What follows belongs to an exercise in optimizing a design on an open flow for small area; a production flow would make more cautious choices.
Only simulation tests tie the RTL to the original design; equivalence was not proved.
Power and IR drop assume default switching activity.

Design mi_decim, start of the top module:
module mi_decim (
    input  wire        clk,
    input  wire        rst,
    input  wire        en,
    input  wire        align,
    input  wire        invert,
    input  wire        mod_tick,
    input  wire        mod_dat,
    input  wire [4:0]  guard_count,
    input  wire        guard_hi_en,
    input  wire        guard_lo_en,
    input  wire [23:0] guard_hi,
    input  wire [23:0] guard_lo,
    input  wire        ovr_clr,
    output reg         swift_valid,
    output wire [31:0] swift_word,
    output reg         control_valid,
    output wire [31:0] control_word,
    output reg         quiet_valid,
    output wire [31:0] quiet_word,
    output reg         record_valid,
    output wire [31:0] record_word,
    output reg         stat_ovr,
    output reg         ovr_sticky,
    output reg         guard_hi_live,
    output reg         guard_lo_live
);
clock: 40.0 ns
lec_check: 0
abc_clock_period_in_ps: 15000
cap_margin: 20
core_margin: 2
core_utilization: 40
slew_margin: 20
standard.sh (not shown) runs the stock make flow with config.mk's settings and CLKGATE_MAP_FILE= SYNTH_SCRIPT=/design/flow/synth_recipe.tcl, a recipe that flattens the netlist after the stock synthesis.
==> flow/flow/run.sh <==
#!/bin/bash
# The standard layout, with each port buffered by a buf_1 rather than the
# resizer's default buffer choice. make's output goes to standard.log; the
# tools' own logs stay under orfs/logs.
set -euo pipefail
bash standard.sh "BUFFER_PORTS_ARGS=-buffer_cell sky130_fd_sc_hd__buf_1" finish > standard.log 2>&1
Edit:
==> flow/flow/run.sh (replaced) <==
#!/bin/bash
set -euo pipefail
bash standard.sh "BUFFER_PORTS_ARGS=-buffer_cell sky130_fd_sc_hd__buf_1" \
  "CTS_ARGS=-sink_clustering_enable -repair_clock_nets -dont_use_dummy_load -buf_list sky130_fd_sc_hd__clkbuf_4" \
  finish > standard.log 2>&1
Effect: Routed wire length went up slightly. Die area stays the same. Global-route usage rises by 0.37 points. Synthesized area does not change. Setup slack improves by 48 ps. Final area is lower by a few percent. Power falls by a little under a tenth. Count of clock-buffer cells in the layout goes up by 39. Register-to-register slack got worse by 40 ps.

---

Setup of v6:
mi_decim, a different RTL version from the one above (not shown whole).
For scale: about 970 cells after synthesis, roughly 280 flip-flops, ~200 I/O pins.
==> flow/config.mk <==
export PLATFORM = sky130hd
export DESIGN_NAME = mi_decim
export DESIGN_NICKNAME = mi_decim
export VERILOG_FILES = /design/flow/design.v
export SDC_FILE = /design/flow/constraint.sdc
export NUM_CORES = 4
export LEC_CHECK = 0
export ABC_CLOCK_PERIOD_IN_PS = 15000
export CAP_MARGIN = 20
export CORE_MARGIN = 2
export CORE_UTILIZATION = 60
export SLEW_MARGIN = 20
==> flow/constraint.sdc <==
create_clock -name core_clock -period 40.0 [get_ports {clk}]
set_input_delay 8.0000 -clock core_clock [delete_from_list [all_inputs] [get_ports {clk}]]
set_output_delay 8.0000 -clock core_clock [all_outputs]
set_load 0.01 [all_outputs]
==> flow/flow/run.sh <==
#!/bin/bash
# The standard layout (standard.sh), with two changes:
# - each port is buffered by a buf_1 instead of the resizer's default pick;
# - clock tree: clkbuf_4 buffers, clusters of at most 10 sinks within 40 um,
#   no dummy loads.
# make's output goes to standard.log; the tools' own logs are under orfs/logs.
set -euo pipefail
bash standard.sh "BUFFER_PORTS_ARGS=-buffer_cell sky130_fd_sc_hd__buf_1" \
  "CTS_ARGS=-sink_clustering_enable -repair_clock_nets -dont_use_dummy_load -buf_list sky130_fd_sc_hd__clkbuf_4 -sink_clustering_size 10 -sink_clustering_max_diameter 40" \
  finish > standard.log 2>&1
v6: no failed stages, no open violations at the end
For v7, these inputs were changed with respect to v6:
- CORE_UTILIZATION changed from 60 to 40
### Flow results
- v7 finished all stages; the layout is clean.
- Total negative slack for setup checks: v6 vs v7 identical
- Comparing wire length for v6 and v7, the bigger number came from v7.
- Sequential share of layout area, v6 and v7: smaller value in v7
- Cmp v7 vs v6: worst-case hold slack lower in v7
- Re final worst-path setup slack: v6 was lower than v7.
- Comparing v6 and v7, the higher summed area of non-filler cells in the final layout is on v7.
- Changes observed in v7 relative to v6: detailed-route wire length on metal 1 shows an increase of about 11%, proportion of cell area occupied by multi-input gates now sits lower.
- Side by side, area growth from synthesis to final layout turned out higher in v7 than in v6.

[port drivers added, routing unchanged]
In the flow no input, the clock included, has a driving cell. The finished layouts below were timed again as built, in two steps.
Step 1: set_driving_cell puts a clkbuf_16 on clk and a buf_2 on each other input, an assumption about the parent block.
Step 2 times the ports against the registers' clock, not the clock port: input delays grow and output delays shrink by t, the midpoint of the rising clock arrivals with the driver on.
a / b / c = ideal / step 1 / step 2; a / b = the first two.
run	shift t [ns]	setup slack, ns	worst setup path at the end	latest minus earliest clock arrival (ns)	pins driven straight from the clock port
the first run of note 1	0.598	10.946 / 10.975 / 10.377	input to register	0.020 / 0.020	1
the second run of note 1	0.668	10.994 / 11.019 / 10.351	input to register	0.066 / 0.065	1
v6	0.657	8.624 / 8.645 / 7.987	input to register	0.077 / 0.077	1
v7	0.645	8.747 / 8.764 / 8.119	input to register	0.108 / 0.108	1
After both steps setup and hold are still met in every run listed. The setup slack of the second run of note 1, which loses most, moves by +0.025 ns with the drivers and by -0.643 ns with both steps.
